This is an optimization exercise on Yosys and OpenROAD, whose aim is small area, not a production implementation. Only simulation tests tie the RTL to the original design; equivalence was not proved. Power figures rest on the tool's default switching activity, not on a simulated workload.

**design.v**
```verilog
`default_nettype none
module scl_pulse (
    input  wire        clk,
    input  wire        rst,               
    input  wire [16:0] cfg_const,         
    input  wire        cfg_test,          
    input  wire [15:0] cfg_tick_len,      
    input  wire        tick,              
    input  wire [47:0] e_uj,              
    output reg         pls,               
    output reg  [31:0] backlog,           
    output reg         bklg_evt           
);
    localparam integer P   = 160;                        
    localparam [41:0]  KWH = 42'd3600000000000;          
    localparam [2:0] C_IDLE  = 3'd0,
                     C_DIV   = 3'd1,
                     C_SPILL = 3'd2,
                     C_TAKE  = 3'd3,
                     C_WDIV  = 3'd4,
                     C_DONE  = 3'd5;
    reg [2:0]  cstate;
    reg [95:0] acc;           
    reg [31:0] bl;            
    reg [95:0] acc_n;         
    reg [95:0] div_q;         
    reg [42:0] div_r;         
    reg [6:0]  div_cnt;
    reg [31:0] room;
    reg        evt_p;         
    reg [7:0]  n_p;           
    reg [15:0] w_div_q;       
    reg [8:0]  w_div_r;
    reg [8:0]  w_divisor;
    reg [4:0]  w_cnt;
    wire [64:0] e_c      = e_uj * cfg_const;
    wire [43:0] r_shift  = {div_r, div_q[95]};
    wire        r_ge     = (r_shift >= {2'b0, KWH});
    wire [43:0] r_sub    = r_shift - {2'b0, KWH};
    wire        k_over   = (div_q > {64'd0, room});
    wire [31:0] m        = k_over ? room : div_q[31:0];
    wire [73:0] m_kwh    = m * KWH;
    wire [31:0] bl_spill = bl + m;
    wire [7:0]  n_max    = cfg_test ? 8'd200 : 8'd4;
    wire [7:0]  n_take   = (bl < {24'd0, n_max}) ? bl[7:0] : n_max;    
    wire [9:0]  w_shift  = {w_div_r, w_div_q[15]};
    wire        w_ge     = (w_shift >= {1'b0, w_divisor});
    wire [9:0]  w_sub    = w_shift - {1'b0, w_divisor};
    reg [7:0]  since;         
    reg        since_run;
    reg [7:0]  win_n;         
    reg [15:0] win_w;         
    reg [7:0]  win_j;         
    reg [23:0] win_jl;        
    reg [23:0] win_sn;        
    reg [15:0] win_left;      
    reg        win_on;
    reg [15:0] win_s;         
    reg [7:0]  pend_n;
    reg [15:0] pend_w;
    reg [31:0] pend_bl;
    reg        pend_evt;
    wire       start_now = since_run && (since == P[7:0]);
    wire       pulse_at  = (win_j < win_n) && (win_jl < win_sn);
    always @(posedge clk) begin
        if (rst) begin
            cstate    <= C_IDLE;
            acc       <= 96'd0;
            bl        <= 32'd0;
            since     <= 8'd0;
            since_run <= 1'b0;
            win_on    <= 1'b0;
            win_n     <= 8'd0;
            win_left  <= 16'd0;
            pls       <= 1'b0;
            backlog   <= 32'd0;
            bklg_evt  <= 1'b0;
        end else begin
            case (cstate)
            C_IDLE: begin
                if (tick) begin
                    acc_n   <= acc + {31'd0, e_c};
                    room    <= ~bl;
                    div_cnt <= 7'd0;
                    cstate  <= C_DIV;
                end
            end
            C_DIV: begin
                if (div_cnt == 7'd0) begin
                    div_q   <= acc_n;
                    div_r   <= 43'd0;
                    div_cnt <= 7'd1;
                end else begin
                    div_r   <= r_ge ? r_sub[42:0] : r_shift[42:0];
                    div_q   <= {div_q[94:0], r_ge};
                    div_cnt <= div_cnt + 7'd1;
                    if (div_cnt == 7'd96)
                        cstate <= C_SPILL;
                end
            end
            C_SPILL: begin
                acc    <= acc_n - {22'd0, m_kwh};
                bl     <= bl_spill;
                evt_p  <= k_over;
                cstate <= C_TAKE;
            end
            C_TAKE: begin
                n_p       <= n_take;
                bl        <= bl - {24'd0, n_take};
                w_divisor <= (!cfg_test || n_take <= 8'd4) ? 9'd10 : {n_take, 1'b0};
                w_div_q   <= cfg_tick_len;
                w_div_r   <= 9'd0;
                w_cnt     <= 5'd0;
                cstate    <= C_WDIV;
            end
            C_WDIV: begin
                w_div_r <= w_ge ? w_sub[8:0] : w_shift[8:0];
                w_div_q <= {w_div_q[14:0], w_ge};
                w_cnt   <= w_cnt + 5'd1;
                if (w_cnt == 5'd15)
                    cstate <= C_DONE;
            end
            C_DONE: begin
                pend_n   <= n_p;
                pend_w   <= w_div_q;
                pend_bl  <= bl;
                pend_evt <= evt_p;
                cstate   <= C_IDLE;
            end
            default: cstate <= C_IDLE;
            endcase
            if (tick) begin
                since     <= 8'd1;
                since_run <= 1'b1;
            end else if (since_run) begin
                if (since == P[7:0])
                    since_run <= 1'b0;
                else
                    since <= since + 8'd1;
            end
            if (start_now) begin
                backlog  <= pend_bl;
                bklg_evt <= bklg_evt | pend_evt;
                win_on   <= 1'b1;
                win_n    <= pend_n;
                win_w    <= pend_w;
                win_s    <= 16'd0;
                if (pend_n != 8'd0) begin
                    pls      <= 1'b1;
                    win_left <= pend_w - 16'd1;
                    win_j    <= 8'd1;
                    win_jl   <= {8'd0, cfg_tick_len};
                end else begin
                    pls      <= 1'b0;
                    win_left <= 16'd0;
                    win_j    <= 8'd0;
                    win_jl   <= 24'd0;
                end
                win_sn   <= {15'd0, pend_n, 1'b0};    
            end else if (win_on) begin
                win_s  <= win_s + 16'd1;
                win_sn <= win_sn + {16'd0, win_n};
                if (pulse_at) begin
                    pls      <= 1'b1;
                    win_left <= win_w - 16'd1;
                    win_j    <= win_j + 8'd1;
                    win_jl   <= win_jl + {8'd0, cfg_tick_len};
                end else if (win_left != 16'd0) begin
                    pls      <= 1'b1;
                    win_left <= win_left - 16'd1;
                end else begin
                    pls <= 1'b0;
                end
                if (win_s == cfg_tick_len - 16'd1)
                    win_on <= 1'b0;
            end
        end
    end
endmodule
`default_nettype wire
```
**run.sh**
```bash
#!/bin/bash
# synth_recipe.tcl (not shown) runs the flow's synth.tcl, then flattens the netlist and writes it again
# the make line also repeats each setting of config.mk as NAME=value (left out here)
make -C /OpenROAD-flow-scripts/flow DESIGN_CONFIG=/design/flow/config.mk WORK_HOME=/design/flow/orfs CLKGATE_MAP_FILE= SYNTH_SCRIPT=/design/flow/synth_recipe.tcl finish
```
**config.mk**
```make
export PLATFORM = sky130hd
export DESIGN_NAME = scl_pulse
export DESIGN_NICKNAME = scl_pulse
export VERILOG_FILES = /design/flow/design.v
export SDC_FILE = /design/flow/constraint.sdc
export NUM_CORES = 4
export LEC_CHECK = 0
export CAP_MARGIN = 20
export CORE_MARGIN = 2
export CORE_UTILIZATION = 40
export SLEW_MARGIN = 20
```
**constraint.sdc**
```tcl
create_clock -name core_clock -period 20.0 [get_ports {clk}]
set_input_delay 4.0000 -clock core_clock [delete_from_list [all_inputs] [get_ports {clk}]]
set_output_delay 4.0000 -clock core_clock [all_outputs]
set_load 0.01 [all_outputs]
```
==> results.toml <==
[placement]
place_inst = 10900
place_ws_ns = 5.97
gp_congestion = 0.959
place_hpwl_mm = 182
io_buffers = 118

[timing]
fin_skew_ns = 0.0415
tightestPinTransition_ns = 1.14
setup_viol = 0
rsz0062_at_grt = "false"
hold_violations = 0
clock.fmax_mhz = 71.2
final_max_slew_viol_count = 0
post-route-min-period_ns = 14.04
fin_crit_sh_pct = 70.2
setup_slack_ns = 5.96
relSlewSlack_pct = 23.8
finalSetupTns_ns = 0

[power_and_ir_drop]
ir_worst_vdd_uv = 281
power_leakage_uw = 0.0381
combPwrFrac_pct = 78.1
sw_frac_of_total_pct = 51.2
p_seq_share_pct = 13.0
p_int_uw = 7720
switching_power_uw = 8110
p_total_uw = 15800
clkPwrFrac_pct = 8.9
powerDensity_mw_per_mm2 = 187

[routing]
wl_per_cell_um = 20.4
vias_per_cell = 5.28
drtIter0Drc = 3901
ant_nets = 0
drc = 0
vias = 58500
drt-total-wl_mm = 226
drt_pre_antenna_iters = 6

[synth]
yosys_warnings = 1
synth_nets = 10400
ys_ff_latch = 665
synth.avg_cell_area_um2 = 9.26
yosysUniqueCellTypes = 82
ys.flop_type = "edfxtp_1"
ys_seq_area_share_pct = 22.9
synth_edf_count = 466
synth_area_mm2 = 0.0785
syn_inst = 8479
ys_async_sr_fraction_pct = 0

[clocking]
cts.hold.buffers_added = 0
cts.path.max_buffers = 3
cts_tree = "yes"
cts_setup_buffers = 0
htree_levels = 3
numCtsBuffers = 76
clk_latency_ns = 0.71
root_buffer = "clkbuf_16"
path_clk_slew_ns = 0.07
cts.sinks = 665
post_cts_resized = 0

[finish]
finalCoreUtilization_pct = 43.4
register_area_mm2 = 0.0180
syn_to_final_growth_pct = 7.87
nNetsFinal = 10300
drive_above_1_share_pct = 2.94
fillers = 19200
multiInputGateArea_mm2 = 0.0541
layout.cells.non_filler = 11100

[global_route]
overflow = 0
grt_pass1_wl_mm = 357
grt_max_degree = 81
antenna_found_initial = 8
grt_util_all_layers_pct = 22.8
grt_pass1_vias = 60400

[critical_path]
worstPathBufferInverterCount = 4
worst-endpoint-required_ns = 20.58
critical-path-top-delay-family = "adder cells"
crit_arrival_ns = 14.63
critPathLaunchType = "register"
timing.critical_path.slowest_cell_delay_ns = 0.75
cp_slowest_cell = "mux2i_1"
worst_setup_path_end_kind = "register"
crit_type = "reg -> reg"
cp_max_fo = 35

[die]
core_area_mm2 = 0.195
design.die.area_mm2 = 0.200
initial_core_util_pct = 40.3
fp.dieW_um = 447
row_count = 162
io_pins = 119
chipHeight_um = 447

[job]
maxCapViolCount = 0

[outcome]
status = "timing/DRC/antenna clean"

[hold_path]
worstHoldPathType = "reg -> reg"
==> stage by stage <==
stage / hold slack (ns) / area, µm²
after floorplan: 0.400 / 78500
after global placement: 0.406 / 82200
after detailed placement: 0.407 / 82200
after CTS: 0.421 / 84700
after global routing: 0.426 / 84700
final: 0.419 / 84700
==> final cells by class <==
cell class,instances,share of cell area (%)
Antenna cell,4,0.0118
Clock buffer,115,2.61
Clock inverter,27,0.338
Inverter,1354,6.00
Multi-Input combinational cell,6084,63.9
Sequential cell,665,21.2
Tap cell,2624,3.88
Timing Repair Buffer,196,2.03
==> cell families after synthesis <==
group	Yosys count	share of synthesized area (%)
buffers and inverters	1730	8.30
adder cells (fa/ha/maj)	1829	39.2
XOR/XNOR	410	4.57
AND/OR/NAND/NOR	2612	15.1
AO/OA/AOI/OAI	1192	9.40
multiplexers	41	0.523
flip-flops	665	22.9
==> per-layer routing <==
metal  GRT usage, %  wire length [µm]  share of wire, %
met1           32.3            104000                46
met2           37.7            106000                47
met3           1.98              9910               4.4
met4           5.90              5390               2.4
met5              0                 0                 0
==> state kept, by name, indices dropped and copies added (netlist names), 9 cells and up <==
register / flops
win_jl: 24
win_left: 16
div_q: 96
pend_w: 16
pend_bl: 32
div_r: 43
backlog: 32
bl: 32
room: 32
acc_n: 96
win_s: 16
w_div_q: 16
win_w: 16
win_sn: 24
acc: 96
w_div_r: 9
==> power by group through the flow <==
stage | clock network (µW) | logic, µW | registers [µW]
3_5_place_dp | 0 | 12200 | 2090
4_1_cts | 1450 | 12300 | 2060
5_1_grt | 1500 | 13700 | 2070
3_3_place_gp | 0 | 12100 | 2090
2_1_floorplan | 0 | 9260 | 2050
6_report | 1410 | 12400 | 2060
==> cell usage in the layout (no fill, tap or decap), types with 13 or more instances in the layout <==
| cell | count |
|---|---|
| ha_1 | 772 |
| o31ai_1 | 27 |
| a21boi_0 | 13 |
| nand3_1 | 134 |
| a211oi_1 | 60 |
| buf_4 | 76 |
| nor4_1 | 54 |
| nand4_1 | 108 |
| clkbuf_16 | 79 |
| a21oi_1 | 474 |
| o21a_1 | 28 |
| and3_1 | 55 |
| mux2i_1 | 41 |
| edfxtp_1 | 466 |
| fa_1 | 1057 |
| clkbuf_1 | 26 |
| xnor2_1 | 246 |
| or3_1 | 52 |
| o211ai_1 | 18 |
| and2_1 | 246 |
| inv_1 | 1354 |
| nor2_1 | 276 |
| dfxtp_1 | 199 |
| nor3_1 | 81 |
| a31oi_1 | 34 |
| nand2b_1 | 41 |
| a21o_1 | 158 |
| nor2b_1 | 33 |
| or4_1 | 13 |
| o21ai_0 | 218 |
| o21bai_1 | 34 |
| clkdlybuf4s50_1 | 103 |
| buf_2 | 15 |
| xor2_1 | 164 |
| nand2_1 | 1458 |
==> synthesized netlist by cell type (all sizes together) (10+ instances only) <==
master / instances / area (µm²)
and2: 248 / 1550
nand2b: 41 / 257
nor2b: 34 / 213
nor4: 55 / 344
xor2: 164 / 1440
o31a: 13 / 115
fa: 1057 / 21200
clkbuf: 361 / 1360
edfxtp: 466 / 14000
a41oi: 10 / 87.6
nor3: 83 / 415
nor2: 279 / 1050
buf: 15 / 76.3
nand3: 134 / 671
o31ai: 29 / 231
a31oi: 37 / 268
o21a: 28 / 210
or3: 53 / 332
a21o: 158 / 1190
ha: 772 / 9660
o21ai: 224 / 1120
xnor2: 246 / 2150
o211ai: 18 / 135
inv: 1354 / 5080
dfxtp: 199 / 3980
a22oi: 12 / 90.1
nand4: 108 / 676
a21oi: 475 / 2380
a21boi: 14 / 105
mux2i: 41 / 410
a211oi: 61 / 463
or2: 10 / 62.6
and3: 56 / 350
or4: 13 / 97.6
o21bai: 34 / 255
nand2: 1460 / 5480
==> final timing paths <==
kind              from        end  slack, ns  cells after the start
max reg2reg  div_q[35]    acc[80]       5.96                     41
min reg2reg     n_p[3]  pend_n[3]       0.42                      0
max          div_q[35]    acc[80]       5.96                     41
min             n_p[3]  pend_n[3]       0.42                      0

==> port drivers added, routing unchanged <==
The results above use ideal ports. As a check the final layout listed here was re-extracted and re-timed, cells and wires unchanged.
Step 1 assumes that a clkbuf_16 drives the clock port and a buf_2 every other input.
Step 2, shift: input delay + t, output delay - t, t = (earliest + latest rising clock arrival at the registers) / 2. This alone moves slack from input paths to output paths.
Slacks: no drivers / after step 1 / after step 2; pairs: no drivers / after step 1.
shift t [ns]: 0.753
slack for setup (ns): 5.957 / 5.957 / 5.957
worst setup path after step 2: register to register
worst register clock-pin slew, ns: 0.07 / 0.07
After both steps setup and hold are still met in this run. The setup slack of this run moves by 0.000 ns with the drivers and by 0.000 ns with both steps.
